Source: an optimization exercise on an open RTL-to-GDS flow (aim: small area). Production flows keep margins and buffers that such runs may drop. RTL that was checked went through simulation tests only; none was proved equivalent to the original. No functional check of the RTL was part of runs 1 and 3. Power and IR drop assume default switching activity.

==> design/flow/design.v <==
module tinker_engine (
    input  wire        clk,
    input  wire        rst,
    input  wire [31:0] cfg_insel,    
    input  wire [15:0] cfg_div,      
    input  wire [7:0]  cfg_shcfg,    
    input  wire [57:0] src_ext,
    input  wire        start,
    input  wire        resume,
    input  wire        stop,
    input  wire        clear_err,
    input  wire        irq_clr,
    input  wire        rx_wr,
    input  wire [31:0] rx_wdata,
    input  wire        tx_rd,
    output wire [31:0] tx_rdata,
    input  wire        sr_wr,
    input  wire [31:0] sr_wdata,
    output wire        lut_rd,
    output wire [9:0]  lut_addr,
    input  wire [71:0] lut_rdata,
    output reg  [7:0]  outs,
    output reg         flag,
    output reg         irq,
    output reg  [5:0]  state,
    output reg         running,
    output reg         stalled,
    output wire        in_delay,
    output reg         rx_overrun,
    output reg         tx_underrun,
    output reg         lut_error,
    output wire        shift_done,
    output wire [3:0]  rx_fill,
    output wire [3:0]  tx_fill,
    output reg  [31:0] sr,
    output reg  [5:0]  sh_count
);
    localparam [2:0] ACT_SHIN  = 3'd1;
    localparam [2:0] ACT_SHOUT = 3'd2;
    localparam [2:0] ACT_PUSH  = 3'd3;
    localparam [2:0] ACT_PULL  = 3'd4;
    localparam [2:0] ACT_FLAG  = 3'd5;
    localparam [2:0] ACT_IRQ   = 3'd6;
    reg [31:0] rx_mem [0:7];
    reg [2:0]  rx_rp;
    reg [3:0]  rx_cnt;
    reg [31:0] tx_mem [0:7];
    reg [2:0]  tx_rp;
    reg [3:0]  tx_cnt;
    wire [2:0] rx_wp = rx_rp + rx_cnt[2:0];
    wire [2:0] tx_wp = tx_rp + tx_cnt[2:0];
    wire rx_ne   = (rx_cnt != 4'd0);
    wire rx_full = rx_cnt[3];
    wire tx_ne   = (tx_cnt != 4'd0);
    wire tx_full = tx_cnt[3];
    wire [7:0] rx_sel = rx_ne ? (8'd1 << rx_rp) : 8'd0;
    wire [7:0] tx_sel = tx_ne ? (8'd1 << tx_rp) : 8'd0;
    reg [31:0] rx_head, tx_head;
    integer k;
    always @(*) begin
        rx_head = 32'd0;
        tx_head = 32'd0;
        for (k = 0; k < 8; k = k + 1) begin
            rx_head = rx_head | (rx_mem[k] & {32{rx_sel[k]}});
            tx_head = tx_head | (tx_mem[k] & {32{tx_sel[k]}});
        end
    end
    assign rx_fill  = rx_cnt;
    assign tx_fill  = tx_cnt;
    assign tx_rdata = tx_head;
    wire [5:0] sh_len = cfg_shcfg[5:0];
    wire       sh_msb = cfg_shcfg[6];
    assign shift_done = (sh_count >= sh_len);
    wire [63:0] src = {sr[0], shift_done, tx_full, rx_head[7], rx_head[6], rx_ne, src_ext};
    wire [3:0]  b   = {src[cfg_insel[29:24]], src[cfg_insel[21:16]],
                       src[cfg_insel[13:8]],  src[cfg_insel[5:0]]};
    reg  [3:0]  hold_b;
    reg  [15:0] div_cnt;
    reg  [15:0] delay_cnt;
    wire        div_zero   = (div_cnt == 16'd0);
    wire        delay_zero = (delay_cnt == 16'd0);
    wire        step_due   = running && div_zero && delay_zero;
    assign lut_rd   = step_due && !stalled;
    assign lut_addr = {state, stalled ? hold_b : b};
    assign in_delay = !delay_zero;       
    wire [63:0] raw_data  = lut_rdata[63:0];
    wire [7:0]  raw_check = lut_rdata[71:64];
    wire [7:0]  synd;
    wire x0 = raw_data[0] ^ raw_data[1];
    wire x1 = raw_data[10] ^ raw_data[11];
    wire x2 = raw_data[13] ^ raw_data[16];
    wire x3 = raw_data[2] ^ raw_data[36];
    wire x4 = raw_data[26] ^ raw_data[30];
    wire x5 = raw_data[35] ^ raw_data[38];
    wire x6 = raw_data[4] ^ raw_data[5];
    wire x7 = x1 ^ x2;
    wire x8 = raw_data[12] ^ raw_data[14];
    wire x9 = raw_data[17] ^ raw_data[27];
    wire x10 = raw_data[24] ^ raw_data[3];
    wire x11 = raw_data[31] ^ x8;
    wire x12 = raw_data[37] ^ raw_data[39];
    wire x13 = raw_data[8] ^ x10;
    wire x14 = raw_data[15] ^ raw_data[18];
    wire x15 = raw_data[25] ^ raw_data[28];
    wire x16 = raw_data[32] ^ x14;
    wire x17 = raw_data[19] ^ raw_data[29];
    wire x18 = raw_data[9] ^ x17;
    wire x19 = raw_data[33] ^ raw_data[34];
    assign synd[0] = x0 ^ x3 ^ x4 ^ x5 ^ x6 ^ x7 ^ raw_check[0];
    assign synd[1] = raw_data[10] ^ raw_data[35] ^ raw_data[4] ^ x0 ^ x11 ^ x12 ^ x13 ^ x9 ^ raw_check[1];
    assign synd[2] = raw_data[0] ^ raw_data[11] ^ raw_data[12] ^ raw_data[3] ^ raw_data[37] ^ raw_data[5] ^ raw_data[9] ^ x15 ^ x16 ^ x3 ^ raw_check[2];
    assign synd[3] = raw_data[1] ^ raw_data[13] ^ raw_data[14] ^ raw_data[15] ^ raw_data[2] ^ raw_data[25] ^ raw_data[33] ^ raw_data[38] ^ raw_data[39] ^ x13 ^ x18 ^ raw_check[3];
    assign synd[4] = raw_data[16] ^ raw_data[18] ^ raw_data[26] ^ raw_data[28] ^ raw_data[34] ^ raw_data[8] ^ x18 ^ x6 ^ x9 ^ raw_check[4];
    assign synd[5] = raw_data[17] ^ raw_data[19] ^ raw_data[30] ^ x11 ^ x16 ^ x19 ^ x7 ^ raw_check[5];
    assign synd[6] = raw_data[24] ^ raw_data[27] ^ raw_data[29] ^ raw_data[31] ^ raw_data[32] ^ x15 ^ x19 ^ x4 ^ raw_check[6];
    assign synd[7] = raw_data[36] ^ x12 ^ x5 ^ raw_check[7];
    wire [39:0] ent;
    assign ent[7:6]   = 2'd0;
    assign ent[23:20] = 4'd0;
    assign ent[0] = raw_data[0] ^ (synd[0] & synd[1] & synd[2]);
    assign ent[1] = raw_data[1] ^ (synd[0] & synd[1] & synd[3]);
    assign ent[2] = raw_data[2] ^ (synd[0] & synd[2] & synd[3]);
    assign ent[3] = raw_data[3] ^ (synd[1] & synd[2] & synd[3]);
    assign ent[4] = raw_data[4] ^ (synd[0] & synd[1] & synd[4]);
    assign ent[5] = raw_data[5] ^ (synd[0] & synd[2] & synd[4]);
    assign ent[8] = raw_data[8] ^ (synd[1] & synd[3] & synd[4]);
    assign ent[9] = raw_data[9] ^ (synd[2] & synd[3] & synd[4]);
    assign ent[10] = raw_data[10] ^ (synd[0] & synd[1] & synd[5]);
    assign ent[11] = raw_data[11] ^ (synd[0] & synd[2] & synd[5]);
    assign ent[12] = raw_data[12] ^ (synd[1] & synd[2] & synd[5]);
    assign ent[13] = raw_data[13] ^ (synd[0] & synd[3] & synd[5]);
    assign ent[14] = raw_data[14] ^ (synd[1] & synd[3] & synd[5]);
    assign ent[15] = raw_data[15] ^ (synd[2] & synd[3] & synd[5]);
    assign ent[16] = raw_data[16] ^ (synd[0] & synd[4] & synd[5]);
    assign ent[17] = raw_data[17] ^ (synd[1] & synd[4] & synd[5]);
    assign ent[18] = raw_data[18] ^ (synd[2] & synd[4] & synd[5]);
    assign ent[19] = raw_data[19] ^ (synd[3] & synd[4] & synd[5]);
    assign ent[24] = raw_data[24] ^ (synd[1] & synd[3] & synd[6]);
    assign ent[25] = raw_data[25] ^ (synd[2] & synd[3] & synd[6]);
    assign ent[26] = raw_data[26] ^ (synd[0] & synd[4] & synd[6]);
    assign ent[27] = raw_data[27] ^ (synd[1] & synd[4] & synd[6]);
    assign ent[28] = raw_data[28] ^ (synd[2] & synd[4] & synd[6]);
    assign ent[29] = raw_data[29] ^ (synd[3] & synd[4] & synd[6]);
    assign ent[30] = raw_data[30] ^ (synd[0] & synd[5] & synd[6]);
    assign ent[31] = raw_data[31] ^ (synd[1] & synd[5] & synd[6]);
    assign ent[32] = raw_data[32] ^ (synd[2] & synd[5] & synd[6]);
    assign ent[33] = raw_data[33] ^ (synd[3] & synd[5] & synd[6]);
    assign ent[34] = raw_data[34] ^ (synd[4] & synd[5] & synd[6]);
    assign ent[35] = raw_data[35] ^ (synd[0] & synd[1] & synd[7]);
    assign ent[36] = raw_data[36] ^ (synd[0] & synd[2] & synd[7]);
    assign ent[37] = raw_data[37] ^ (synd[1] & synd[2] & synd[7]);
    assign ent[38] = raw_data[38] ^ (synd[0] & synd[3] & synd[7]);
    assign ent[39] = raw_data[39] ^ (synd[1] & synd[3] & synd[7]);
    wire [4:0] rres;
    wire [5:0] cres;
    assign rres[0] = raw_data[6] | raw_data[7] | raw_data[20] | raw_data[21] | raw_data[22] | raw_data[23];
    assign rres[1] = raw_data[40] | raw_data[41] | raw_data[42] | raw_data[43] | raw_data[44] | raw_data[45];
    assign rres[2] = raw_data[46] | raw_data[47] | raw_data[48] | raw_data[49] | raw_data[50] | raw_data[51];
    assign rres[3] = raw_data[52] | raw_data[53] | raw_data[54] | raw_data[55] | raw_data[56] | raw_data[57];
    assign rres[4] = raw_data[58] | raw_data[59] | raw_data[60] | raw_data[61] | raw_data[62] | raw_data[63];
    assign cres[0] = raw_data[6] | raw_data[40] | raw_data[46] | raw_data[52] | raw_data[58];
    assign cres[1] = raw_data[7] | raw_data[41] | raw_data[47] | raw_data[53] | raw_data[59];
    assign cres[2] = raw_data[20] | raw_data[42] | raw_data[48] | raw_data[54] | raw_data[60];
    assign cres[3] = raw_data[21] | raw_data[43] | raw_data[49] | raw_data[55] | raw_data[61];
    assign cres[4] = raw_data[22] | raw_data[44] | raw_data[50] | raw_data[56] | raw_data[62];
    assign cres[5] = raw_data[23] | raw_data[45] | raw_data[51] | raw_data[57] | raw_data[63];
    wire res_any = |rres;
    wire res_two = (rres[0] & (|rres[4:1])) | (rres[1] & (|rres[4:2])) |
                   (rres[2] & (|rres[4:3])) | (rres[3] & rres[4]) |
                   (cres[0] & (|cres[5:1])) | (cres[1] & (|cres[5:2])) |
                   (cres[2] & (|cres[5:3])) | (cres[3] & (|cres[5:4])) |
                   (cres[4] & cres[5]);
    wire synd_nz = |synd;
    wire uncorrectable = res_two | (synd_nz & (res_any | !(^synd)));
    wire [5:0]  e_next  = ent[5:0];
    wire [7:0]  e_outs  = ent[15:8];
    wire [2:0]  e_act   = ent[18:16];
    wire        e_fval  = ent[19];
    wire [15:0] e_delay = ent[39:24];
    wire can_complete = !((e_act == ACT_PULL) && !rx_ne) && !((e_act == ACT_PUSH) && tx_full);
    wire lut_fail     = lut_rd && uncorrectable;
    wire do_step      = step_due && !lut_fail && can_complete;
    wire do_stall     = step_due && !lut_fail && !can_complete;
    wire do_push  = do_step && (e_act == ACT_PUSH);
    wire do_pull  = do_step && (e_act == ACT_PULL);
    wire host_wr  = rx_wr && !rx_full;
    wire host_rd  = tx_rd && tx_ne;
    wire shout_bit = sh_msb ? sr[31] : sr[0];
    wire kill      = !running || stop || start || lut_fail;
    always @(posedge clk) begin
        if (host_wr) rx_mem[rx_wp] <= rx_wdata;
        if (do_push) tx_mem[tx_wp] <= sr;
    end
    always @(posedge clk) begin
        if (!stalled) hold_b <= b;
    end
    always @(posedge clk) begin
        if (rst) begin
            rx_rp       <= 3'd0;
            rx_cnt      <= 4'd0;
            tx_rp       <= 3'd0;
            tx_cnt      <= 4'd0;
            outs        <= 8'd0;
            flag        <= 1'b0;
            irq         <= 1'b0;
            state       <= 6'd0;
            running     <= 1'b0;
            stalled     <= 1'b0;
            rx_overrun  <= 1'b0;
            tx_underrun <= 1'b0;
            lut_error   <= 1'b0;
            sr          <= 32'd0;
            sh_count    <= 6'd0;
            div_cnt     <= 16'd0;
            delay_cnt   <= 16'd0;
        end else begin
            if (do_pull) rx_rp <= rx_rp + 3'd1;
            rx_cnt <= rx_cnt + {3'd0, host_wr} - {3'd0, do_pull};
            if (host_rd) tx_rp <= tx_rp + 3'd1;
            tx_cnt <= tx_cnt + {3'd0, do_push} - {3'd0, host_rd};
            if (clear_err) begin
                rx_overrun  <= 1'b0;
                tx_underrun <= 1'b0;
            end
            if (rx_wr && rx_full) rx_overrun <= 1'b1;
            if (tx_rd && !tx_ne)  tx_underrun <= 1'b1;
            if (irq_clr) irq <= 1'b0;
            if (sr_wr && !running) sr <= sr_wdata;
            if (kill)
                div_cnt <= 16'd0;
            else if (!div_zero)
                div_cnt <= div_cnt - 16'd1;
            else
                div_cnt <= cfg_div;
            if (kill)
                delay_cnt <= 16'd0;
            else if (div_zero && !delay_zero)
                delay_cnt <= delay_cnt - 16'd1;
            else if (do_step)
                delay_cnt <= e_delay;
            if (lut_fail) begin
                running   <= 1'b0;
                lut_error <= 1'b1;
            end
            if (do_stall)
                stalled <= 1'b1;
            if (do_step) begin
                stalled   <= 1'b0;
                state     <= e_next;
                outs      <= e_outs;
                case (e_act)
                    ACT_SHIN: begin
                        sr <= sh_msb ? {sr[30:0], b[0]} : {b[0], sr[31:1]};
                        if (sh_count != 6'd32) sh_count <= sh_count + 6'd1;
                    end
                    ACT_SHOUT: begin
                        sr      <= sh_msb ? {sr[30:0], 1'b0} : {1'b0, sr[31:1]};
                        outs[0] <= shout_bit;
                        if (sh_count != 6'd32) sh_count <= sh_count + 6'd1;
                    end
                    ACT_PUSH: sh_count <= 6'd0;
                    ACT_PULL: begin
                        sr       <= rx_head;
                        sh_count <= 6'd0;
                    end
                    ACT_FLAG: flag <= e_fval;
                    ACT_IRQ:  irq  <= 1'b1;
                    default: ;
                endcase
            end
            if (stop) begin
                running <= 1'b0;
                stalled <= 1'b0;
            end else if (start && !lut_fail) begin
                if (!running) begin
                    running   <= 1'b1;
                    stalled   <= 1'b0;
                    lut_error <= 1'b0;
                    if (!resume) begin
                        state <= 6'd0;
                        flag  <= 1'b0;
                    end
                end
            end
        end
    end
endmodule
==> design/flow/flow/run.sh <==
#!/bin/bash
# Own layout flow: the standard ORFS flow (standard.sh, unchanged synthesis,
# floorplan, power grid and tap cells), with smaller port buffers and a clock
# tree built without dummy loads.
set -euo pipefail
export BUFFER_PORTS_ARGS="-buffer_cell sky130_fd_sc_hd__buf_1"
export CTS_ARGS="-sink_clustering_enable -repair_clock_nets -dont_use_dummy_load ${CTS_EXTRA:-}"
bash standard.sh > flow_make.log 2>&1
==> design/flow/standard.sh <==
#!/bin/bash
# synth_recipe.tcl (not shown) runs the flow's synth.tcl, then flattens the netlist and writes it again
# the make line also repeats each setting of config.mk as NAME=value (left out here)
make -C /OpenROAD-flow-scripts/flow DESIGN_CONFIG=/design/flow/config.mk WORK_HOME=/design/flow/orfs CLKGATE_MAP_FILE= SYNTH_SCRIPT=/design/flow/synth_recipe.tcl "${@:-finish}"
==> design/flow/config.mk <==
export PLATFORM = sky130hd
export DESIGN_NAME = tinker_engine
export DESIGN_NICKNAME = tinker_engine
export VERILOG_FILES = /design/flow/design.v
export SDC_FILE = /design/flow/constraint.sdc
export NUM_CORES = 4
export LEC_CHECK = 0
export CAP_MARGIN = 20
export CORE_MARGIN = 2
export CORE_UTILIZATION = 40
export SLEW_MARGIN = 20
==> design/flow/constraint.sdc <==
create_clock -name core_clock -period 10.0 [get_ports {clk}]
set_input_delay 2.0000 -clock core_clock [delete_from_list [all_inputs] [get_ports {clk}]]
set_output_delay 2.0000 -clock core_clock [all_outputs]
set_load 0.01 [all_outputs]
==> results of run 1 <==
==> state kept, by name, indices dropped and copies added, names as in the netlist, 3 cells and up <==
| name | cells |
|---|---|
| tx_cnt | 4 |
| sh_count | 6 |
| rx_cnt | 4 |
| sr | 32 |
| state | 6 |
| rx_mem | 256 |
| outs | 8 |
| hold_b | 4 |
| div_cnt | 16 |
| delay_cnt | 16 |
| tx_rp | 3 |
| tx_mem | 256 |
| rx_rp | 3 |
==> synthesized netlist by cell type, drive strengths merged (17+ instances only) <==
cell type	count	area share, %
ha	39	1.8
clkbuf	105	1.4
nor3	29	0.54
mux2	17	0.69
inv	41	0.55
a21oi	40	0.72
a222oi	110	4.0
nand3	53	0.95
nand2	81	1.1
a221oi	17	0.56
buf	25	0.54
a31oi	20	0.45
a211oi	59	1.6
a22oi	69	1.9
mux4	78	6.3
xor2	36	1.1
mux2i	74	2.7
edfxtp	512	55
xnor2	87	2.8
dfxtp	109	7.8
o21ai	20	0.36
nor2	140	1.9
==> final timing paths <==
kind | to | start
hold / removal | outs[0] | outs[0]
setup / recovery | lut_addr[2] | cfg_shcfg[0]
setup reg to reg | tx_mem[4][25] | div_cnt[7]
hold reg to reg | outs[0] | outs[0]
==> metal layers <==
layer	up-vias	part of all wire [%]	routed length [um]
met5	-	0.045	37
met4	6	2.1	1730
met3	98	7.9	6550
met2	788	48	39700
met1	9470	42	34400
li1	8409	-	-
==> final cells by class <==
cell class                 count  area, um^2
antenna                        5        12.5
clock buffer                  69        1730
fill                        6097       36900
inverter                      42         158
multi-input combinational   1138        9730
sequential                   621       17600
tap                          931        1160
timing repair buffer         395        1610
==> worst max-delay path, stage by stage <==
cell,delay (ns)
sky130_fd_sc_hd__buf_1,0.08
sky130_fd_sc_hd__ha_1,0.27
sky130_fd_sc_hd__nand2b_1,0.14
sky130_fd_sc_hd__a21o_1,0.17
sky130_fd_sc_hd__a21oi_1,0.14
sky130_fd_sc_hd__o21ai_0,0.12
sky130_fd_sc_hd__buf_4,0.19
sky130_fd_sc_hd__or2_2,0.31
sky130_fd_sc_hd__mux4_2,0.46
sky130_fd_sc_hd__mux4_2,0.49
sky130_fd_sc_hd__mux2i_1,0.20
sky130_fd_sc_hd__a31oi_1,0.14
sky130_fd_sc_hd__buf_1,0.16
==> kinds of logic (layout without fill, tap and decap cells) <==
family / Yosys count / count (layout)
fa+ha+maj: 44 / 44
other cells: 0 / 5
xor+xnor: 135 / 135
mux: 169 / 169
simple gates: 397 / 397
flops: 621 / 621
buf+inv: 172 / 506
compound gates: 393 / 393
==> power groups by stage <==
stage	combinational (mW)	clock, mW	sequential (mW)
5_1_grt	1.99	2.24	3.01
4_1_cts	1.83	2.15	3.00
3_3_place_gp	1.80	0	3.05
3_5_place_dp	1.83	0	3.05
6_report	1.83	2.10	3.00
2_1_floorplan	1.20	0	3.03
==> stage by stage <==
stage / total power, mW / instance area (um^2) / hold slack, ns / worst slack, ns / instances
2_1_floorplan: 4.23 / 27900 / 0.434 / 2.98 / 1931
3_3_place_gp: 4.85 / 30200 / 0.441 / 2.75 / 3127
3_5_place_dp: 4.88 / 30200 / 0.451 / 2.68 / 3127
4_1_cts: 6.98 / 31900 / 0.459 / 3.12 / 3196
5_1_grt: 7.24 / 32000 / 0.485 / 2.92 / 3199
6_report: 6.94 / 32000 / 0.457 / 3.12 / 3201
==> summary.md, run 1 <==
| Metric | Value |
|---|---|
| Number of buffers inserted during clock tree synthesis | 69 |
| Count of mapped cells out of synthesis | 1931 |
| Met1 GRT Util | 30.7% |
| Share of flip-flops with an asynchronous set or reset after synthesis | 0% |
| Routability-driven placement congestion ratio | 0.931 |
| Via Count | about 19000 |
| Ports | about 370 |
| Share of power burned in the clock network | a little under a third |
| Final setup violating endpoints | 0 |
| Post-synthesis share of cell area spent on and, or, nand and nor gates | 6.76% |
| Max-cap violation count | 0 |
| Multiplexer share of the synthesized area | ~9.6% |
| Status | no timing/DRC/antenna violations |
| Synthesis-to-layout area growth | 14.7% |
| Number of vias per cell | 5.86 |
| Met3 Use GR | 4.58% |
| Launching element type of the critical path | input port |
| Aggregate routed wire length | about 82 mm |
| Cells resized by post-CTS repair | 0 |
| Max Fanout on Critical Path | 4 |
| Required time worst endpoint | roughly 8.0 ns |
| Most common library cell in the layout ignoring fill and taps | sky130_fd_sc_hd__edfxtp_1 |
| Net Sw Frac | 31.0% |
| Seq pwr share | 43.3% |
| Critical Setup Path Class | input port to primary output |
| Initial Util | 40.5% |
| Setup clock skew after layout | approximately 0.058 ns |
| TritonCTS clock tree | done |
| Fraction of the mapped netlist area in adder cells | roughly 2.1% |
| Syn. warnings | 1 |
| H-Tree Depth | 3 |
| Pwr/cell area | 217 mW/mm^2 |
| Fraction of the mapped netlist area in compound gates | between 10 and 15% |
| Post-route ant nets | 0 |
| 1st-iter DRT viols | 2230 |
| Final sum of negative setup slack | 0 ns |
| Shortest period the worst path allows | 6.88 ns |
| Post-synth EDFFs | 512 |
| Die area | 0.0718 mm^2 |
| Met2 capacity usage during global routing | 36.9% |
| Final cell utilization of the core | 46.4% |
| Highest clock rate | around 150 MHz |
| Largest net degree at the start of global routing | 65 |
| Total nets after synthesis | 2234 |
| Worst EP arrival | 4.88 ns |
| Gr busiest metal | met2 |
| Average footprint of a synthesized cell | between 10 and 15 um^2 |
| Post-synthesis register bit count | 621 |
| Site row count | 96 |
| Core region area | 0.0688 mm^2 |
| Combinational family with the most area after synthesis | compound AO/OA/AOI/OAI gates |
| First-pass GRT wire length | 119 mm |
| Post CTS Setup Buffer Count | 0 |
| Net total in the final layout | 2570 |
| DRC errors left | 0 |
| Final count of pins violating max slew | 0 |
| Number of distinct library cells after synthesis | 71 |
| R2R Setup Slk | 5.17 ns |
| Type of element capturing the critical path | primary output |
| Grt ovf | 0 |
| Part of the Yosys area used for sequential elements | 63.0% |
| DR pass1 iterations | 8 |
| Height of the chip | 268 um |
| Worst Hold Path Cells | 2 |
| Number of global-route vias before repair | 18468 |
| Max transition margin | 21.8% |
| Combinational Power Share | a little over a quarter |
| Ratio of cells with drive above 1 in the final layout | 10.8% |
| Power spent charging and discharging nets | approximately 2.1 mW |
| Ratio of final minimum period to clock period | between 60 and 70% |
| Slew at the pin closest to its max-slew limit | 1.17 ns |
| Maximum count of clock buffers along a single path | 3 |
| Leading register cell type out of synthesis | sky130_fd_sc_hd__edfxtp_1 |
| Most used cells in the layout excluding fill and tap cells | 512 x sky130_fd_sc_hd__edfxtp_1, 360 x sky130_fd_sc_hd__buf_1, 128 x sky130_fd_sc_hd__nor2_1 |
| Internal cell power | 4.79 mW |
| DPL Wire Length | 54.4 mm |
| Worst reg-to-reg path cell count | 11 |
| Clock latency at the later pin of the worst-skew pair | 0.61 ns |
| Peak supply drop | 0.142 mV |
| Port bufs | approximately 360 |
| Clock tree root buffer cell | sky130_fd_sc_hd__clkbuf_16 |
| Clock-pin slew on the worst setup and hold paths | approximately 0.060 ns |
| Post-Synthesis Cell Area | between 0.02 and 0.03 mm^2 |
| Xor/xnor cell area share of the yosys netlist | between 4 and 5% |
| # hold bufs at CTS | 0 |
| HP Class | register to register |
| Unrepaired setup endpoints after global routing | no |
| X dimension of the die | 268 um |
| Hold violation total from the final report | 0 |
| Initial antenna violation count | 8 |
| Clock sink total | 621 |
| Routed len/inst | 25.8 um |
| Static leakage | 10.5 nW |
| GRT Overall Usage | 22.6% |
==> inputs of run 2 (changes only) <==
--- a/design/flow/design.v
+++ b/design/flow/design.v
@@ -42,13 +42,11 @@
     localparam [2:0] ACT_FLAG  = 3'd5;
     localparam [2:0] ACT_IRQ   = 3'd6;
     reg [31:0] rx_mem [0:7];
-    reg [2:0]  rx_rp;
+    reg [2:0]  rx_rp, rx_wp;
     reg [3:0]  rx_cnt;
     reg [31:0] tx_mem [0:7];
-    reg [2:0]  tx_rp;
+    reg [2:0]  tx_rp, tx_wp;
     reg [3:0]  tx_cnt;
-    wire [2:0] rx_wp = rx_rp + rx_cnt[2:0];
-    wire [2:0] tx_wp = tx_rp + tx_cnt[2:0];
     wire rx_ne   = (rx_cnt != 4'd0);
     wire rx_full = rx_cnt[3];
     wire tx_ne   = (tx_cnt != 4'd0);
@@ -197,8 +195,10 @@
     always @(posedge clk) begin
         if (rst) begin
             rx_rp       <= 3'd0;
+            rx_wp       <= 3'd0;
             rx_cnt      <= 4'd0;
             tx_rp       <= 3'd0;
+            tx_wp       <= 3'd0;
             tx_cnt      <= 4'd0;
             outs        <= 8'd0;
             flag        <= 1'b0;
@@ -214,8 +214,10 @@
             div_cnt     <= 16'd0;
             delay_cnt   <= 16'd0;
         end else begin
+            if (host_wr) rx_wp <= rx_wp + 3'd1;
             if (do_pull) rx_rp <= rx_rp + 3'd1;
             rx_cnt <= rx_cnt + {3'd0, host_wr} - {3'd0, do_pull};
+            if (do_push) tx_wp <= tx_wp + 3'd1;
             if (host_rd) tx_rp <= tx_rp + 3'd1;
             tx_cnt <= tx_cnt + {3'd0, do_push} - {3'd0, host_rd};
             if (clear_err) begin
==> design/flow/run.sh (new file) <==
#!/bin/bash
# synth_recipe.tcl (not shown) runs the flow's synth.tcl, then flattens the netlist and writes it again
# the make line also repeats each setting of config.mk as NAME=value (left out here)
make -C /OpenROAD-flow-scripts/flow DESIGN_CONFIG=/design/flow/config.mk WORK_HOME=/design/flow/orfs CLKGATE_MAP_FILE= SYNTH_SCRIPT=/design/flow/synth_recipe.tcl finish
removed: design/flow/flow/run.sh
removed: design/flow/standard.sh
==> summary.md, run 2 <==
| Metric | Value |
|---|---|
| Critical Setup Path Class | input port to primary output |
| Post-route ant nets | 0 |
| Number of global-route vias before repair | 19760 |
| Final non-filler cell total | about 3400 |
| Via Count | 19977 |
| Static leakage | 11.7 nW |
| Number of placed instances with taps included | 3266 |
| Clock latency at the later pin of the worst-skew pair | 0.61 ns |
| Footprint of the multi-input gates | 0.0104 mm^2 |
| Hold path startpoint | outs[3] |
| Synthesis-to-layout area growth | 23.3% |
| Required time worst endpoint | 8.00 ns |
| Seq. cell area | 0.0177 mm^2 |
| Number of buffers inserted during clock tree synthesis | between 60 and 70 |
| Final count of pins violating max slew | 0 |
| Clock sink total | approximately 630 |
| Clock-pin slew on the worst setup and hold paths | 0.06 ns |
| HP Class | register to register |
| Aggregate routed wire length | between 80 and 90 mm |
| Most used cells in the layout excluding fill and tap cells | 512 x sky130_fd_sc_hd__edfxtp_1, 356 x sky130_fd_sc_hd__clkdlybuf4s50_1, 115 x sky130_fd_sc_hd__dfxtp_1 |
| Fillers | between 6000 and 7000 |
| 1st-iter DRT viols | 2056 |
| Final setup violating endpoints | 0 |
| Core region area | 0.0715 mm^2 |
| Setup slack at placement | between 2 and 2.5 ns |
| # hold bufs at CTS | 0 |
| Routability-driven placement congestion ratio | 0.840 |
| Site row count | 98 |
| Unrepaired setup endpoints after global routing | no |
| Setup clock skew after layout | 0.0269 ns |
| Peak supply drop | between 0.1 and 0.15 mV |
| Leading register cell type out of synthesis | sky130_fd_sc_hd__edfxtp_1 |
| Highest clock rate | 134 MHz |
| Top post-synthesis cells by area | sky130_fd_sc_hd__edfxtp_1 53%, sky130_fd_sc_hd__dfxtp_1 8.0%, sky130_fd_sc_hd__mux4_2 5.8% |
| Fraction of synthesized cell area taken by the top area cell type | 53.3% |
| Type of element capturing the critical path | primary output |
| First-pass GRT wire length | 125 mm |
| Max Fanout on Critical Path | 4 |
| Die area | between 0.07 and 0.08 mm^2 |
| Syn. warnings | 1 |
| X dimension of the die | roughly 270 um |
| Ratio of cells with drive above 1 in the final layout | 13.3% |
| Cell taking the most area after synthesis | sky130_fd_sc_hd__edfxtp_1 |
| Shortest period the worst path allows | between 7 and 8 ns |
| Max-cap violation count | 0 |
| Total Power Consumption | ~7.6 mW |
| Final sum of negative setup slack | 0 ns |
| Share of flip-flops with an asynchronous set or reset after synthesis | 0% |
| Grt ovf | 0 |
| TritonCTS clock tree | done |
| Average footprint of a synthesized cell | 13.9 um^2 |
| Total nets after synthesis | 2371 |
| H-Tree Depth | 3 |
| Final cell utilization of the core | 49.7% |
| Net total in the final layout | about 2700 |
| Hold violation total from the final report | 0 |
| Clock tree root buffer cell | sky130_fd_sc_hd__clkbuf_16 |
| Most common library cell in the layout ignoring fill and taps | sky130_fd_sc_hd__edfxtp_1 |
| Post-Synthesis Cell Area | slightly below 0.03 mm^2 |
| Max transition margin | 34.3% |
| Height of the chip | ~270 um |
| Post-synth EDFFs | roughly 510 |
| Initial Util | 40.4% |
| Ratio of final minimum period to clock period | approximately three quarters |
| Worst EP arrival | around 5.4 ns |
| Post CTS Setup Buffer Count | 0 |
| Part of the Yosys area used for sequential elements | 61.3% |
| Ranking of synthesized cells by instance count | 512 x sky130_fd_sc_hd__edfxtp_1, 115 x sky130_fd_sc_hd__dfxtp_1, 100 x sky130_fd_sc_hd__a22oi_1, 100 x sky130_fd_sc_hd__clkbuf_1, 98 x sky130_fd_sc_hd__nor2_1 |
| DR pass1 iterations | 9 |
| DRC errors left | 0 |
| DPL Wire Length | 55.4 mm |
| Leading cell type by number of instances after synthesis | sky130_fd_sc_hd__edfxtp_1 |
| Largest regs | rx_mem (256), tx_mem (256), sr (32) |
| GRT Overall Usage | 22.5% |
| Initial antenna violation count | 18 |
| Ports | 372 |
| Crit. Startpoint | cfg_shcfg[0] |
| Largest net degree at the start of global routing | 75 |
| Routed len/inst | 25.1 um |
| Port bufs | between 300 and 400 |
| Slew at the pin closest to its max-slew limit | 0.986 ns |
| Post-synthesis register bit count | between 600 and 700 |
| Launching element type of the critical path | input port |
| Worst reg2reg startpoint | div_cnt[3] |
| R2R Setup Slk | 5.46 ns |
| Count of mapped cells out of synthesis | 2070 |
| Status | no timing/DRC/antenna violations |
| Pwr/cell area | around 220 mW/mm^2 |
| Number of distinct library cells after synthesis | 86 |
| Number of vias per cell | 5.87 |
| Cells resized by post-CTS repair | 0 |
| Final critical-path setup slack | 2.56 ns |
| Maximum count of clock buffers along a single path | 3 |
run 2: cell types whose count changed after synthesis, sizes merged, moves of 15 or more:
cell / before / now
a211oi: 59 / 41
a21oi: 40 / 97
a221oi: 17 / 32
a222oi: 110 / 66
a22o: 4 / 30
a22oi: 69 / 100
buf: 25 / 41
mux2: 17 / 50
mux2i: 74 / 21
nor2: 140 / 100
o21ai: 20 / 58
xnor2: 87 / 68
run 2: final timing paths:
path                 end  depth (start not counted)
max          lut_addr[1]                         12
min              outs[3]                          2
max reg2reg    tx_cnt[2]                         15
min reg2reg      outs[3]                          2
run 2: per-layer routing:
layer	part of all wire [%]	routed length [um]	global-route usage, %	vias up
li1	-	-	-	8946
met1	41	34600	29.4	10078
met2	49	41500	36.5	764
met3	7.1	6040	4.44	177
met4	3.8	3210	9.59	12
met5	0.084	72	0	-
run 2: logic make-up (layout without fill, tap and decap cells):
kind of cell	Yosys count	after routing	share of synthesized area (%)
flip-flops	627	627	61.3
AO/OA/AOI/OAI	517	517	13.2
AND/OR/NAND/NOR	417	417	7.30
buffers and inverters	195	565	2.80
multiplexers	145	145	8.46
XOR/XNOR	127	127	5.11
adder cells (fa/ha/maj)	42	42	1.87
other	0	12	0
run 2: metrics by stage:
step	hold WS (ns)	area, um^2
2_1_floorplan	0.436	28800
3_3_place_gp	0.443	33300
3_5_place_dp	0.449	33300
4_1_cts	0.458	35500
5_1_grt	0.477	35600
6_report	0.456	35600
run 2: power breakdown:
group | leakage [nW] | internal, mW | switching (mW)
sequential | 5.63 | 2.91 | 0.0691
clock | 1.08 | 1.48 | 1.02
combinational | 5.03 | 0.918 | 1.24
total | 11.7 | 5.31 | 2.33
run 2: final cells by class:
cell class	count	area share (%)
Clock inverter	36	1.03
Sequential cell	627	49.7
Timing Repair Buffer	387	10.6
Inverter	54	0.577
Tap cell	950	3.34
Antenna cell	12	0.0845
Clock buffer	88	5.24
Multi-Input combinational cell	1248	29.4
run 2: worst max-delay path, stage by stage:
cell	delay, ns
sky130_fd_sc_hd__clkdlybuf4s50_1	0.41
sky130_fd_sc_hd__ha_1	0.27
sky130_fd_sc_hd__nand2b_1	0.09
sky130_fd_sc_hd__a21o_1	0.10
sky130_fd_sc_hd__a21oi_1	0.07
sky130_fd_sc_hd__o21a_1	0.30
sky130_fd_sc_hd__o21ai_0	0.46
sky130_fd_sc_hd__mux4_2	0.34
sky130_fd_sc_hd__o21ai_0	0.11
sky130_fd_sc_hd__o221a_1	0.27
sky130_fd_sc_hd__o31ai_1	0.40
sky130_fd_sc_hd__clkdlybuf4s50_1	0.62
==> inputs of run 3 (changes only) <==
--- a/design/flow/design.v
+++ b/design/flow/design.v
@@ -42,25 +42,28 @@
     localparam [2:0] ACT_FLAG  = 3'd5;
     localparam [2:0] ACT_IRQ   = 3'd6;
     reg [31:0] rx_mem [0:7];
-    reg [2:0]  rx_rp, rx_wp;
+    reg [2:0]  rx_rp;
     reg [3:0]  rx_cnt;
     reg [31:0] tx_mem [0:7];
-    reg [2:0]  tx_rp, tx_wp;
+    reg [2:0]  tx_rp;
     reg [3:0]  tx_cnt;
+    wire [2:0] rx_wp = rx_rp + rx_cnt[2:0];
+    wire [2:0] tx_wp = tx_rp + tx_cnt[2:0];
     wire rx_ne   = (rx_cnt != 4'd0);
     wire rx_full = rx_cnt[3];
     wire tx_ne   = (tx_cnt != 4'd0);
     wire tx_full = tx_cnt[3];
     wire [7:0] rx_sel = rx_ne ? (8'd1 << rx_rp) : 8'd0;
     wire [7:0] tx_sel = tx_ne ? (8'd1 << tx_rp) : 8'd0;
-    reg [31:0] rx_head, tx_head;
+    reg [1:0]  rx_head67;
+    reg [31:0] tx_head;
     integer k;
     always @(*) begin
-        rx_head = 32'd0;
-        tx_head = 32'd0;
+        rx_head67 = 2'd0;
+        tx_head   = 32'd0;
         for (k = 0; k < 8; k = k + 1) begin
-            rx_head = rx_head | (rx_mem[k] & {32{rx_sel[k]}});
-            tx_head = tx_head | (tx_mem[k] & {32{tx_sel[k]}});
+            rx_head67 = rx_head67 | (rx_mem[k][7:6] & {2{rx_sel[k]}});
+            tx_head   = tx_head   | (tx_mem[k] & {32{tx_sel[k]}});
         end
     end
     assign rx_fill  = rx_cnt;
@@ -69,7 +72,7 @@
     wire [5:0] sh_len = cfg_shcfg[5:0];
     wire       sh_msb = cfg_shcfg[6];
     assign shift_done = (sh_count >= sh_len);
-    wire [63:0] src = {sr[0], shift_done, tx_full, rx_head[7], rx_head[6], rx_ne, src_ext};
+    wire [63:0] src = {sr[0], shift_done, tx_full, rx_head67[1], rx_head67[0], rx_ne, src_ext};
     wire [3:0]  b   = {src[cfg_insel[29:24]], src[cfg_insel[21:16]],
                        src[cfg_insel[13:8]],  src[cfg_insel[5:0]]};
     reg  [3:0]  hold_b;
@@ -184,6 +187,22 @@
     wire host_wr  = rx_wr && !rx_full;
     wire host_rd  = tx_rd && tx_ne;
     wire shout_bit = sh_msb ? sr[31] : sr[0];
+    wire        sh_any    = do_step && ((e_act == ACT_SHIN) || (e_act == ACT_SHOUT));
+    wire        sh_fill   = (e_act == ACT_SHIN) && b[0];
+    wire        sel_wd    = !rst && !running && sr_wr;
+    wire        sel_left  = !rst && sh_any && sh_msb;
+    wire        sel_right = !rst && sh_any && !sh_msb;
+    wire [7:0]  sel_pull  = (!rst && do_pull) ? rx_sel : 8'd0;
+    wire        sel_hold  = !rst && !(sel_wd || sh_any || do_pull);
+    reg  [31:0] sr_next;
+    always @(*) begin
+        sr_next = (sr & {32{sel_hold}}) | (sr_wdata & {32{sel_wd}}) |
+                  ({sr[30:0], sh_fill} & {32{sel_left}}) |
+                  ({sh_fill, sr[31:1]} & {32{sel_right}});
+        for (k = 0; k < 8; k = k + 1)
+            sr_next = sr_next | (rx_mem[k] & {32{sel_pull[k]}});
+    end
+    always @(posedge clk) sr <= sr_next;
     wire kill      = !running || stop || start || lut_fail;
     always @(posedge clk) begin
         if (host_wr) rx_mem[rx_wp] <= rx_wdata;
@@ -195,10 +214,8 @@
     always @(posedge clk) begin
         if (rst) begin
             rx_rp       <= 3'd0;
-            rx_wp       <= 3'd0;
             rx_cnt      <= 4'd0;
             tx_rp       <= 3'd0;
-            tx_wp       <= 3'd0;
             tx_cnt      <= 4'd0;
             outs        <= 8'd0;
             flag        <= 1'b0;
@@ -209,15 +226,12 @@
             rx_overrun  <= 1'b0;
             tx_underrun <= 1'b0;
             lut_error   <= 1'b0;
-            sr          <= 32'd0;
             sh_count    <= 6'd0;
             div_cnt     <= 16'd0;
             delay_cnt   <= 16'd0;
         end else begin
-            if (host_wr) rx_wp <= rx_wp + 3'd1;
             if (do_pull) rx_rp <= rx_rp + 3'd1;
             rx_cnt <= rx_cnt + {3'd0, host_wr} - {3'd0, do_pull};
-            if (do_push) tx_wp <= tx_wp + 3'd1;
             if (host_rd) tx_rp <= tx_rp + 3'd1;
             tx_cnt <= tx_cnt + {3'd0, do_push} - {3'd0, host_rd};
             if (clear_err) begin
@@ -227,7 +241,6 @@
             if (rx_wr && rx_full) rx_overrun <= 1'b1;
             if (tx_rd && !tx_ne)  tx_underrun <= 1'b1;
             if (irq_clr) irq <= 1'b0;
-            if (sr_wr && !running) sr <= sr_wdata;
             if (kill)
                 div_cnt <= 16'd0;
             else if (!div_zero)
@@ -252,17 +265,14 @@
                 outs      <= e_outs;
                 case (e_act)
                     ACT_SHIN: begin
-                        sr <= sh_msb ? {sr[30:0], b[0]} : {b[0], sr[31:1]};
                         if (sh_count != 6'd32) sh_count <= sh_count + 6'd1;
                     end
                     ACT_SHOUT: begin
-                        sr      <= sh_msb ? {sr[30:0], 1'b0} : {1'b0, sr[31:1]};
                         outs[0] <= shout_bit;
                         if (sh_count != 6'd32) sh_count <= sh_count + 6'd1;
                     end
                     ACT_PUSH: sh_count <= 6'd0;
                     ACT_PULL: begin
-                        sr       <= rx_head;
                         sh_count <= 6'd0;
                     end
                     ACT_FLAG: flag <= e_fval;
==> design/flow/flow/run.sh (new file) <==
#!/bin/bash
# Own layout flow: the standard ORFS flow (standard.sh: same synthesis
# script, floorplan, power grid and tap cells), with three changes:
#  - ABC maps the logic with flow/abc_area.script, an area-oriented version of
#    ORFS's abc_speed.script (delay relaxed); registers are untouched.
#  - ports are buffered with sky130_fd_sc_hd__buf_1;
#  - the clock tree uses clkbuf_8 sink clusters and no dummy loads.
# Each tool's output goes to the ORFS logs under orfs/logs; make's own output
# goes to flow_make.log here.
set -euo pipefail
here=$(pwd)
orig=$(grep -o 'SYNTH_SCRIPT=[^ ]*' standard.sh | head -1 | cut -d= -f2)
cat > my_synth.tcl <<EOT
proc abc {args} {
  set i [lsearch -exact \$args -script]
  if {\$i >= 0} { lset args [expr {\$i+1}] $here/flow/abc_area.script }
  puts "abc (area script): \$args"
  yosys abc {*}\$args
}
source $orig
EOT
sed "s#SYNTH_SCRIPT=[^ ]*#SYNTH_SCRIPT=$here/my_synth.tcl#" standard.sh > my_standard.sh
export BUFFER_PORTS_ARGS="-buffer_cell sky130_fd_sc_hd__buf_1"
export CTS_ARGS="-sink_clustering_enable -repair_clock_nets -dont_use_dummy_load -buf_list sky130_fd_sc_hd__clkbuf_8 -sink_clustering_size 20 -sink_clustering_max_diameter 60"
bash my_standard.sh > flow_make.log 2>&1
==> design/flow/flow/abc_area.script (new file) <==
&get -n
&st
&dch
&nf -R 1000 -F 8 -A 4
&st
&dc2
&dch -f
&nf -R 1000 -F 8 -A 4
&st
&dc2
&dch -f
&nf -R 1000 -F 8 -A 4
&st
&dc2
&dch -f
&nf -R 1000 -F 8 -A 4
&st
&dc2
&dch -f
&nf -R 1000 -F 8 -A 4
&st
&dc2
&dch -f
&nf -R 1000 -F 8 -A 4
&put
topo
dnsize -c
==> design/flow/standard.sh (new file) <==
#!/bin/bash
# synth_recipe.tcl (not shown) runs the flow's synth.tcl, then flattens the netlist and writes it again
# the make line also repeats each setting of config.mk as NAME=value (left out here)
make -C /OpenROAD-flow-scripts/flow DESIGN_CONFIG=/design/flow/config.mk WORK_HOME=/design/flow/orfs CLKGATE_MAP_FILE= SYNTH_SCRIPT=/design/flow/synth_recipe.tcl "${@:-finish}"
removed: design/flow/run.sh
==> summary.md, run 3 <==
| Metric | Value |
|---|---|
| Worst reg2reg startpoint | delay_cnt[0] |
| Critical Setup Path Class | input port to register |
| Final setup violating endpoints | 0 |
| Largest stage delay, worst path | approximately 0.8 ns |
| Met3 wirelength from detailed routing | between 5 and 6 mm |
| Aggregate routed wire length | 79.3 mm |
| Largest net degree at the start of global routing | 40 |
| Total nets after synthesis | between 2000 and 2500 |
| Initial Util | 40.6% |
| Clock latency at the later pin of the worst-skew pair | 0.71 ns |
| Final critical-path setup slack | 2.69 ns |
| First-pass GRT wire length | about 120 mm |
| Sequence of cells on the critical path | buf_1, xor2_1, xnor2_1, xnor2_1, xnor2_1, xnor2_1, clkinv_1, ha_1, xor2_1, xnor2_1, xnor2_1, o32a_1, nor3_1, nor3_1, nor2_1, nand2_1, nor3_1, nand2b_1, clkinv_1, and3_2, a221oi_1, nand3_1 |
| Clock sink total | 621 |
| Most common library cell in the layout ignoring fill and taps | sky130_fd_sc_hd__edfxtp_1 |
| # hold bufs at CTS | 0 |
| Share of flip-flops with an asynchronous set or reset after synthesis | 0% |
| Type of element capturing the critical path | register |
| Leading register cell type out of synthesis | sky130_fd_sc_hd__edfxtp_1 |
| Net total in the final layout | 2581 |
| Hold violation total from the final report | 0 |
| Post CTS Setup Buffer Count | 0 |
| Grt ovf | 0 |
| Initial antenna violation count | 19 |
| Largest regs | rx_mem (256), tx_mem (256), sr (32) |
| Crit. Startpoint | lut_rdata[31] |
| HP Class | register to register |
| Most used cells in the layout excluding fill and tap cells | 512 x sky130_fd_sc_hd__edfxtp_1, 359 x sky130_fd_sc_hd__buf_1, 124 x sky130_fd_sc_hd__nor2_1 |
| M1 WL | 31.9 mm |
| Height of the chip | ~260 um |
| Average footprint of a synthesized cell | about 15 um^2 |
| Combinational Power Share | 27.2% |
| Static leakage | 9.72 nW |
| Setup slack at placement | 2.00 ns |
| Routability-driven placement congestion ratio | 0.918 |
| X dimension of the die | between 200 and 300 um |
| H-Tree Depth | 2 |
| Number of vias per cell | 5.97 |
| Metal2 WL | 39.2 mm |
| Number of global-route vias before repair | around 19000 |
| Net Sw Frac | 32.8% |
| Post-Synthesis Cell Area | ~0.027 mm^2 |
| Clock tree root buffer cell | sky130_fd_sc_hd__clkbuf_8 |
| Site row count | 94 |
| Worst EP arrival | 7.84 ns |
| Leading cell type by number of instances after synthesis | sky130_fd_sc_hd__edfxtp_1 |
| Post-synthesis register bit count | between 600 and 700 |
| Share of power burned in the clock network | roughly 20% |
| Ports | 372 |
| Required time worst endpoint | 10.53 ns |
| Number of distinct library cells after synthesis | 52 |
| WHS | 0.358 ns |
| Fraction of synthesized cell area taken by the top area cell type | a little under three fifths |
| DR pass1 iterations | 6 |
| Seq pwr share | 52.8% |
| Topmost layer with routed signal wires | met5 |
| Count of mapped cells out of synthesis | 1836 |
| Slew at the pin closest to its max-slew limit | 1.05 ns |
| Hold path startpoint | rx_mem[2][5] |
| Max transition margin | 29.8% |
| Synthesis-to-layout area growth | 13.1% |
| Highest clock rate | 137 MHz |
| GRT Overall Usage | 22.3% |
| DRC errors left | 0 |
| Pwr/cell area | 194 mW/mm^2 |
| Launching element type of the critical path | input port |
| TritonCTS clock tree | done |
| Max-cap violation count | 0 |
| Part of the Yosys area used for sequential elements | approximately two thirds |
| Final count of pins violating max slew | 0 |
| Ranking of synthesized cells by instance count | 512 x sky130_fd_sc_hd__edfxtp_1, 137 x sky130_fd_sc_hd__nor2_1, 109 x sky130_fd_sc_hd__dfxtp_1 |
| Most prevalent standard cell on the critical path | sky130_fd_sc_hd__xnor2_1 |
| Total Power Consumption | between 5 and 6 mW |
| Cells resized by post-CTS repair | 0 |
| Top post-synthesis cells by area | sky130_fd_sc_hd__edfxtp_1 57%, sky130_fd_sc_hd__dfxtp_1 8.2%, sky130_fd_sc_hd__mux4_2 4.3% |
| Post-synth EDFFs | 512 |
| Status | no timing/DRC/antenna violations |
| Unrepaired setup endpoints after global routing | no |
| Setup clock skew after layout | 0.125 ns |
| Number of buffers inserted during clock tree synthesis | 46 |
| Clock-pin slew on the worst setup and hold paths | 0.12 ns |
| Power spent charging and discharging nets | 1.93 mW |
| Standard cell with the maximum stage delay on the critical path | sky130_fd_sc_hd__and3_2 |
| Port bufs | 362 |
| Max Fanout on Critical Path | 30 |
| Peak supply drop | ~0.15 mV |
| Via Count | 18803 |
| Final sum of negative setup slack | 0 ns |
| Post-route ant nets | 0 |
| Cell taking the most area after synthesis | sky130_fd_sc_hd__edfxtp_1 |
| 1st-iter DRT viols | 1892 |
| Internal cell power | just under 4 mW |
| Core region area | 0.0660 mm^2 |
| Die area | around 0.069 mm^2 |
| Shortest period the worst path allows | 7.31 ns |
| Ratio of cells with drive above 1 in the final layout | about 7.6% |
| Ratio of final minimum period to clock period | around three quarters |
| Syn. warnings | 1 |
| Maximum count of clock buffers along a single path | 3 |
| Routed len/inst | 25.2 um |
| DPL Wire Length | 49.3 mm |
-- run 3: changes by cell type after synthesis, sizes merged, moves of 25 or more --
cell / previous run / this run
a211oi: 41 / 16
a21oi: 97 / 71
a221oi: 32 / 103
a22o: 30 / 92
a22oi: 100 / 36
a31oi: 33 / 7
buf: 41 / 8
clkbuf: 100 / 0
clkinv: 0 / 62
inv: 54 / 0
mux2: 50 / 7
nand2: 88 / 61
nor2: 100 / 137
-- run 3: path summary, 6_finish.rpt --
path                 to  slack [ns]  depth (start not counted)
hold reg to reg   sr[5]        0.36                          2
setup reg to reg  sr[4]        4.31                         19
setup / recovery  sr[4]        2.69                         22
hold / removal    sr[5]        0.36                          2
-- run 3: per-layer routing --
| layer | vias to the layer above | track usage [%] |
|---|---|---|
| li1 | 8379 | - |
| met1 | 9535 | 28.7 |
| met2 | 720 | 38.1 |
| met3 | 149 | 4.37 |
| met4 | 20 | 6.82 |
| met5 | - | 0 |
-- run 3: worst max-delay path, delay by kind of cell --
family | cells | cell delay (ns)
simple gates | 8 | 2.44
xor+xnor | 8 | 1.81
buf+inv | 3 | 0.66
compound gates | 2 | 0.57
fa+ha+maj | 1 | 0.35
-- run 3: power by group through the flow --
stage	Clock [mW]	Sequential, mW	Combinational [mW]
5_1_grt	1.29	3.11	1.75
2_1_floorplan	0	3.13	0.970
6_report	1.17	3.09	1.60
3_3_place_gp	0	3.14	1.58
3_5_place_dp	0	3.15	1.60
4_1_cts	1.21	3.09	1.61
-- run 3: layout make-up --
type                       count  area, um^2
multi-input combinational   1145        9080
inverter                      62         233
clock buffer                  46         633
fill                        5934       35700
antenna                        9        22.5
timing repair buffer         402        1660
sequential                   621       17600
tap                          864        1080
-- run 3: cells by family after synthesis --
kind of cell | after synthesis | share of synthesized area [%]
simple gates | 389 | 6.78
xor+xnor | 141 | 4.61
flops | 621 | 65.6
mux | 90 | 5.78
fa+ha+maj | 44 | 2.16
buf+inv | 70 | 1.09
compound gates | 481 | 14.0
-- run 3: per-stage QoR --
stage	cell area [um^2]	instances	util, %
after global placement	29600	3094	44.9
after CTS	30200	3140	45.8
after detailed placement	29600	3094	44.9
after floorplan	26800	1836	-
final	30300	3149	45.9
after global routing	30300	3147	45.9
==> inputs of run 4 (changes only) <==
--- a/design/flow/design.v
+++ b/design/flow/design.v
@@ -41,10 +41,10 @@
     localparam [2:0] ACT_PULL  = 3'd4;
     localparam [2:0] ACT_FLAG  = 3'd5;
     localparam [2:0] ACT_IRQ   = 3'd6;
-    reg [31:0] rx_mem [0:7];
+    reg [255:0] rx_mem;     
     reg [2:0]  rx_rp;
     reg [3:0]  rx_cnt;
-    reg [31:0] tx_mem [0:7];
+    reg [255:0] tx_mem;
     reg [2:0]  tx_rp;
     reg [3:0]  tx_cnt;
     wire [2:0] rx_wp = rx_rp + rx_cnt[2:0];
@@ -62,8 +62,8 @@
         rx_head67 = 2'd0;
         tx_head   = 32'd0;
         for (k = 0; k < 8; k = k + 1) begin
-            rx_head67 = rx_head67 | (rx_mem[k][7:6] & {2{rx_sel[k]}});
-            tx_head   = tx_head   | (tx_mem[k] & {32{tx_sel[k]}});
+            rx_head67 = rx_head67 | (rx_mem[32*k+6 +: 2] & {2{rx_sel[k]}});
+            tx_head   = tx_head   | (tx_mem[32*k +: 32] & {32{tx_sel[k]}});
         end
     end
     assign rx_fill  = rx_cnt;
@@ -87,34 +87,38 @@
     wire [63:0] raw_data  = lut_rdata[63:0];
     wire [7:0]  raw_check = lut_rdata[71:64];
     wire [7:0]  synd;
-    wire x0 = raw_data[0] ^ raw_data[1];
-    wire x1 = raw_data[10] ^ raw_data[11];
-    wire x2 = raw_data[13] ^ raw_data[16];
-    wire x3 = raw_data[2] ^ raw_data[36];
-    wire x4 = raw_data[26] ^ raw_data[30];
-    wire x5 = raw_data[35] ^ raw_data[38];
-    wire x6 = raw_data[4] ^ raw_data[5];
-    wire x7 = x1 ^ x2;
-    wire x8 = raw_data[12] ^ raw_data[14];
-    wire x9 = raw_data[17] ^ raw_data[27];
-    wire x10 = raw_data[24] ^ raw_data[3];
-    wire x11 = raw_data[31] ^ x8;
-    wire x12 = raw_data[37] ^ raw_data[39];
-    wire x13 = raw_data[8] ^ x10;
-    wire x14 = raw_data[15] ^ raw_data[18];
-    wire x15 = raw_data[25] ^ raw_data[28];
-    wire x16 = raw_data[32] ^ x14;
-    wire x17 = raw_data[19] ^ raw_data[29];
-    wire x18 = raw_data[9] ^ x17;
-    wire x19 = raw_data[33] ^ raw_data[34];
-    assign synd[0] = x0 ^ x3 ^ x4 ^ x5 ^ x6 ^ x7 ^ raw_check[0];
-    assign synd[1] = raw_data[10] ^ raw_data[35] ^ raw_data[4] ^ x0 ^ x11 ^ x12 ^ x13 ^ x9 ^ raw_check[1];
-    assign synd[2] = raw_data[0] ^ raw_data[11] ^ raw_data[12] ^ raw_data[3] ^ raw_data[37] ^ raw_data[5] ^ raw_data[9] ^ x15 ^ x16 ^ x3 ^ raw_check[2];
-    assign synd[3] = raw_data[1] ^ raw_data[13] ^ raw_data[14] ^ raw_data[15] ^ raw_data[2] ^ raw_data[25] ^ raw_data[33] ^ raw_data[38] ^ raw_data[39] ^ x13 ^ x18 ^ raw_check[3];
-    assign synd[4] = raw_data[16] ^ raw_data[18] ^ raw_data[26] ^ raw_data[28] ^ raw_data[34] ^ raw_data[8] ^ x18 ^ x6 ^ x9 ^ raw_check[4];
-    assign synd[5] = raw_data[17] ^ raw_data[19] ^ raw_data[30] ^ x11 ^ x16 ^ x19 ^ x7 ^ raw_check[5];
-    assign synd[6] = raw_data[24] ^ raw_data[27] ^ raw_data[29] ^ raw_data[31] ^ raw_data[32] ^ x15 ^ x19 ^ x4 ^ raw_check[6];
-    assign synd[7] = raw_data[36] ^ x12 ^ x5 ^ raw_check[7];
+    wire x0 = raw_data[16] ^ raw_data[19];
+    wire x1 = raw_data[15] ^ raw_data[25];
+    wire x2 = raw_data[14] ^ raw_data[8];
+    wire x3 = raw_data[0] ^ raw_data[11];
+    wire x4 = raw_data[17] ^ raw_data[31];
+    wire x5 = raw_data[27] ^ raw_data[34];
+    wire x6 = raw_data[18] ^ x0;
+    wire x7 = raw_data[35] ^ raw_data[37];
+    wire x8 = raw_data[26] ^ raw_data[4];
+    wire x9 = raw_data[24] ^ raw_data[3];
+    wire x10 = raw_data[32] ^ raw_data[33];
+    wire x11 = x2 ^ x9;
+    wire x12 = raw_data[2] ^ raw_data[5];
+    wire x13 = raw_data[1] ^ raw_data[39];
+    wire x14 = raw_data[36] ^ x12;
+    wire x15 = raw_data[10] ^ x4;
+    wire x16 = raw_data[30] ^ x10;
+    wire x17 = raw_data[9] ^ x1;
+    wire x18 = raw_data[28] ^ raw_data[29];
+    wire x19 = x14 ^ x3;
+    wire x20 = x18 ^ x5;
+    wire x21 = raw_data[13] ^ raw_data[38];
+    wire x22 = raw_data[12] ^ x15;
+    wire x23 = x11 ^ x13;
+    assign synd[0] = raw_check[0] ^ raw_data[1] ^ raw_data[10] ^ raw_data[16] ^ raw_data[30] ^ raw_data[35] ^ x19 ^ x21 ^ x8;
+    assign synd[1] = raw_check[1] ^ raw_data[0] ^ raw_data[27] ^ raw_data[4] ^ x22 ^ x23 ^ x7;
+    assign synd[2] = raw_check[2] ^ raw_data[12] ^ raw_data[18] ^ raw_data[28] ^ raw_data[3] ^ raw_data[32] ^ raw_data[37] ^ x17 ^ x19;
+    assign synd[3] = raw_check[3] ^ raw_data[19] ^ raw_data[2] ^ raw_data[29] ^ raw_data[33] ^ x17 ^ x21 ^ x23;
+    assign synd[4] = raw_check[4] ^ raw_data[17] ^ raw_data[5] ^ raw_data[8] ^ raw_data[9] ^ x20 ^ x6 ^ x8;
+    assign synd[5] = raw_check[5] ^ raw_data[11] ^ raw_data[13] ^ raw_data[14] ^ raw_data[15] ^ raw_data[34] ^ x16 ^ x22 ^ x6;
+    assign synd[6] = raw_check[6] ^ raw_data[24] ^ raw_data[25] ^ raw_data[26] ^ raw_data[31] ^ x16 ^ x20;
+    assign synd[7] = raw_check[7] ^ raw_data[36] ^ raw_data[38] ^ raw_data[39] ^ x7;
     wire [39:0] ent;
     assign ent[7:6]   = 2'd0;
     assign ent[23:20] = 4'd0;
@@ -200,13 +204,23 @@
                   ({sr[30:0], sh_fill} & {32{sel_left}}) |
                   ({sh_fill, sr[31:1]} & {32{sel_right}});
         for (k = 0; k < 8; k = k + 1)
-            sr_next = sr_next | (rx_mem[k] & {32{sel_pull[k]}});
+            sr_next = sr_next | (rx_mem[32*k +: 32] & {32{sel_pull[k]}});
     end
     always @(posedge clk) sr <= sr_next;
     wire kill      = !running || stop || start || lut_fail;
+    wire [7:0] rx_we = host_wr ? (8'd1 << rx_wp) : 8'd0;
+    wire [7:0] tx_we = do_push ? (8'd1 << tx_wp) : 8'd0;
+    wire [7:0] rx_keep, tx_keep;
+    genvar g;
+    generate for (g = 0; g < 8; g = g + 1) begin : keep
+        assign rx_keep[g] = rx_full || (rx_wp != g);
+        assign tx_keep[g] = tx_full || (tx_wp != g);
+    end endgenerate
     always @(posedge clk) begin
-        if (host_wr) rx_mem[rx_wp] <= rx_wdata;
-        if (do_push) tx_mem[tx_wp] <= sr;
+        for (k = 0; k < 8; k = k + 1) begin
+            rx_mem[32*k +: 32] <= (rx_mem[32*k +: 32] & {32{rx_keep[k]}}) | (rx_wdata & {32{rx_we[k]}});
+            tx_mem[32*k +: 32] <= (tx_mem[32*k +: 32] & {32{tx_keep[k]}}) | (sr & {32{tx_we[k]}});
+        end
     end
     always @(posedge clk) begin
         if (!stalled) hold_b <= b;
--- a/design/flow/flow/run.sh
+++ b/design/flow/flow/run.sh
@@ -4,7 +4,7 @@
 #  - ABC maps the logic with flow/abc_area.script, an area-oriented version of
 #    ORFS's abc_speed.script (delay relaxed); registers are untouched.
 #  - ports are buffered with sky130_fd_sc_hd__buf_1;
-#  - the clock tree uses clkbuf_8 sink clusters and no dummy loads.
+#  - the clock tree uses clkbuf_4 sink clusters and no dummy loads.
 # Each tool's output goes to the ORFS logs under orfs/logs; make's own output
 # goes to flow_make.log here.
 set -euo pipefail
@@ -21,5 +21,5 @@
 EOT
 sed "s#SYNTH_SCRIPT=[^ ]*#SYNTH_SCRIPT=$here/my_synth.tcl#" standard.sh > my_standard.sh
 export BUFFER_PORTS_ARGS="-buffer_cell sky130_fd_sc_hd__buf_1"
-export CTS_ARGS="-sink_clustering_enable -repair_clock_nets -dont_use_dummy_load -buf_list sky130_fd_sc_hd__clkbuf_8 -sink_clustering_size 20 -sink_clustering_max_diameter 60"
+export CTS_ARGS="-sink_clustering_enable -repair_clock_nets -dont_use_dummy_load -buf_list sky130_fd_sc_hd__clkbuf_4 -sink_clustering_size 10 -sink_clustering_max_diameter 40"
 bash my_standard.sh > flow_make.log 2>&1
--- a/design/flow/config.mk
+++ b/design/flow/config.mk
@@ -7,5 +7,5 @@
 export LEC_CHECK = 0
 export CAP_MARGIN = 20
 export CORE_MARGIN = 2
-export CORE_UTILIZATION = 40
+export CORE_UTILIZATION = 60
 export SLEW_MARGIN = 20
==> summary.md, run 4 <==
| Metric | Value |
|---|---|
| Status | no timing/DRC/antenna violations |
| DR pass1 iterations | 6 |
| Power spent charging and discharging nets | 2.48 mW |
| Leading cell type by number of instances after synthesis | sky130_fd_sc_hd__dfxtp_1 |
| Most common library cell in the layout ignoring fill and taps | sky130_fd_sc_hd__dfxtp_1 |
| Largest net degree at the start of global routing | 47 |
| Setup clock skew after layout | 0.0924 ns |
| Average footprint of a synthesized cell | 11.0 um^2 |
| Final count of pins violating max slew | 0 |
| X dimension of the die | 213 um |
| Max transition margin | 29.6% |
| Count of mapped cells out of synthesis | 2372 |
| Critical path's top delay family | simple AND/OR/NAND/NOR gates |
| # hold bufs at CTS | 0 |
| Maximum count of clock buffers along a single path | 3 |
| Slew at the pin closest to its max-slew limit | 1.06 ns |
| Port bufs | 362 |
| Cell taking the most area after synthesis | sky130_fd_sc_hd__dfxtp_1 |
| Most prevalent standard cell on the critical path | sky130_fd_sc_hd__xnor2_1 |
| Ratio of final minimum period to clock period | 74.7% |
| Required time worst endpoint | about 11 ns |
| Height of the chip | between 200 and 250 um |
| Share of power burned in the clock network | approximately 18% |
| Final critical-path setup slack | between 2 and 3 ns |
| Syn. warnings | 1 |
| Clock sink total | 621 |
| Seq. cell area | 0.0124 mm^2 |
| Buf/Inv on CP | 2 |
| Ranking of synthesized cells by instance count | 621 x sky130_fd_sc_hd__dfxtp_1, 542 x sky130_fd_sc_hd__a22o_1, 132 x sky130_fd_sc_hd__nor2_1 |
| Cells resized by post-CTS repair | 0 |
| Shortest period the worst path allows | 7.47 ns |
| Part of the Yosys area used for sequential elements | 47.7% |
| Worst EP arrival | about 8.2 ns |
| Number of global-route vias before repair | roughly 24000 |
| Total nets after synthesis | 2677 |
| Aggregate routed wire length | slightly above 90 mm |
| Synthesis-to-layout area growth | 12.6% |
| Setup slack at placement | between 1.5 and 2 ns |
| Site row count | 76 |
| Post-Synthesis Cell Area | 0.0261 mm^2 |
| Net Sw Frac | 37.1% |
| Initial antenna violation count | 10 |
| Via Count | 24589 |
| Ports | 372 |
| Hold violation total from the final report | 0 |
| R2R Setup Slk | 3.81 ns |
| Post-synth EDFFs | 0 |
| HP Class | register to register |
| Critical Setup Path Class | input port to register |
| Clock-pin slew on the worst setup and hold paths | 0.09 ns |
| Number of distinct library cells after synthesis | 50 |
| Unrepaired setup endpoints after global routing | no |
| Grt ovf | 0 |
| Fillers | 3434 |
| Launching element type of the critical path | input port |
| Largest stage delay, worst path | between 0.8 and 0.9 ns |
| Type of element capturing the critical path | register |
| Max-cap violation count | 0 |
| Total Power Consumption | around 6.7 mW |
| First-pass GRT wire length | 137 mm |
| Peak supply drop | 0.150 mV |
| DRC errors left | 0 |
| H-Tree Depth | 3 |
| Leading register cell type out of synthesis | sky130_fd_sc_hd__dfxtp_1 |
| TritonCTS clock tree | done |
| Top post-synthesis cells by area | sky130_fd_sc_hd__dfxtp_1 48%, sky130_fd_sc_hd__a22o_1 18%, sky130_fd_sc_hd__mux4_2 5.3% |
| Post CTS Setup Buffer Count | 0 |
| Clock latency at the later pin of the worst-skew pair | 0.84 ns |
| Initial Util | 60.7% |
| 1st-iter DRT viols | 3262 |
| Number of vias per cell | 7.09 |
| Combinational Power Share | 32.1% |
| Pwr/cell area | between 200 and 250 mW/mm^2 |
| Final setup violating endpoints | 0 |
| Post-route ant nets | 0 |
| Number of buffers inserted during clock tree synthesis | 86 |
| Routability-driven placement congestion ratio | 0.963 |
| Static leakage | between 10 and 15 nW |
| Post-synthesis register bit count | 621 |
| DPL Wire Length | 53.8 mm |
| Seq pwr share | 49.9% |
| Clock tree root buffer cell | sky130_fd_sc_hd__clkbuf_4 |
| Standard cell with the maximum stage delay on the critical path | sky130_fd_sc_hd__nor2_2 |
| GRT Overall Usage | 39.3% |
| Highest clock rate | 134 MHz |
| Max Fanout on Critical Path | 18 |
| Fraction of synthesized cell area taken by the top area cell type | 47.7% |
| Final non-filler cell total | 3466 |
| Most used cells in the layout excluding fill and tap cells | 621 x sky130_fd_sc_hd__dfxtp_1, 542 x sky130_fd_sc_hd__a22o_1, 360 x sky130_fd_sc_hd__buf_1 |
| Net total in the final layout | between 3000 and 4000 |
| Final sum of negative setup slack | 0 ns |
| Share of flip-flops with an asynchronous set or reset after synthesis | 0% |
| Routed len/inst | between 20 and 30 um |
| Internal cell power | 4.20 mW |
| Largest regs | rx_mem (256), tx_mem (256), sr (32) |
| Number of placed instances with taps included | 3372 |
| Footprint of the multi-input gates | 0.0135 mm^2 |
| Core region area | 0.0430 mm^2 |
| Ratio of cells with drive above 1 in the final layout | under 10% |
| Die area | 0.0452 mm^2 |
| Sequence of cells on the critical path | buf_1, xnor2_1, xnor2_1, xnor2_1, xnor2_1, xnor2_1, ha_1, xor2_1, xnor2_1, nor4_1, nor2_1, nor3_1, nor3_1, nor2_1, o211ai_1, or2_0, nor2_2, buf_4, a22o_1 |
==> run 4: per-layer routing <==
metal	track usage, %	vias to the layer above	routed length [um]
met5	0	-	33
met4	17.5	4	3620
met3	8.01	293	9800
met2	62.0	1686	41000
met1	52.3	11969	36100
li1	-	10637	-
==> run 4: area by class of cell <==
cell class / instances / share of cell area, %
multi-input combinational: 1691 / 46.0
clock buffer: 86 / 2.20
inverter: 52 / 0.665
sequential: 621 / 42.3
antenna: 8 / 0.0682
tap: 585 / 2.49
timing repair buffer: 423 / 6.20
==> run 4: power by group through the flow <==
stage | combinational, mW | sequential, mW | clock (mW)
after floorplan | 1.34 | 3.28 | 0
after global placement | 2.04 | 3.34 | 0
after detailed placement | 2.09 | 3.37 | 0
after CTS | 2.09 | 3.31 | 1.21
after global routing | 2.28 | 3.38 | 1.32
final | 2.15 | 3.34 | 1.20
==> run 4: kinds of logic (layout without fill, tap and decap cells) <==
family                   Yosys count  after routing  share of synthesized area, %
AO/OA/AOI/OAI                    980            980                          30.5
adder cells (fa/ha/maj)           45             45                          2.27
buffers and inverters             60            561                         0.979
multiplexers                      80             80                          6.03
AND/OR/NAND/NOR                  450            450                          7.98
XOR/XNOR                         136            136                          4.57
other                              0              8                             0
flip-flops                       621            621                          47.7
==> run 4: through the flow <==
stage / utilization [%] / hold slack, ns / area [um^2]
detailed placement: 66.8 / 0.453 / 28700
global route: 68.3 / 0.483 / 29400
floorplan: - / 0.434 / 26100
global placement: 66.8 / 0.447 / 28700
finish: 68.3 / 0.467 / 29400
CTS: 68.3 / 0.438 / 29300
==> run 4: path summary, 6_finish.rpt <==
check,depth (start not counted),start,end
min,1,hold_b[3],hold_b[3]
max,19,lut_rdata[31],tx_mem[95]
min reg2reg,1,hold_b[3],hold_b[3]
max reg2reg,21,delay_cnt[1],tx_cnt[2]

static timing again, ports no longer ideal:
Ports are ideal in the flow. The routed layouts listed here were re-timed in OpenROAD. Step 1 (the two cells are an assumption about what drives the block):
set clk [get_ports {clk}]
set_driving_cell -lib_cell sky130_fd_sc_hd__clkbuf_16 $clk
set_driving_cell -lib_cell sky130_fd_sc_hd__buf_2 [delete_from_list [all_inputs] $clk]
Step 2 adds t to the input delays and takes it off the output delays; t is the mean of the earliest and latest rising clock arrival at the registers after step 1. Input paths then give back, and output paths get back, about the clock's delay inside the block. Three values: ideal ports, drivers, drivers and shift; two values: the first two.
run	t, ns	setup WS [ns]	hold slack, ns	worst setup path at the end
run 1	0.645	3.121 / 3.095 / 2.701	0.457 / 0.457 / 0.457	input to register
run 2	0.661	2.559 / 2.533 / 1.995	0.456 / 0.456 / 0.456	input to register
run 3	0.693	2.687 / 2.725 / 2.032	0.358 / 0.358 / 0.358	input to register
run 4	0.853	2.535 / 2.569 / 1.716	0.467 / 0.467 / 0.467	input to register
After both steps setup and hold are still met in every run listed. The setup slack of run 4, which loses most, moves by +0.034 ns with the drivers and by -0.819 ns with both steps.
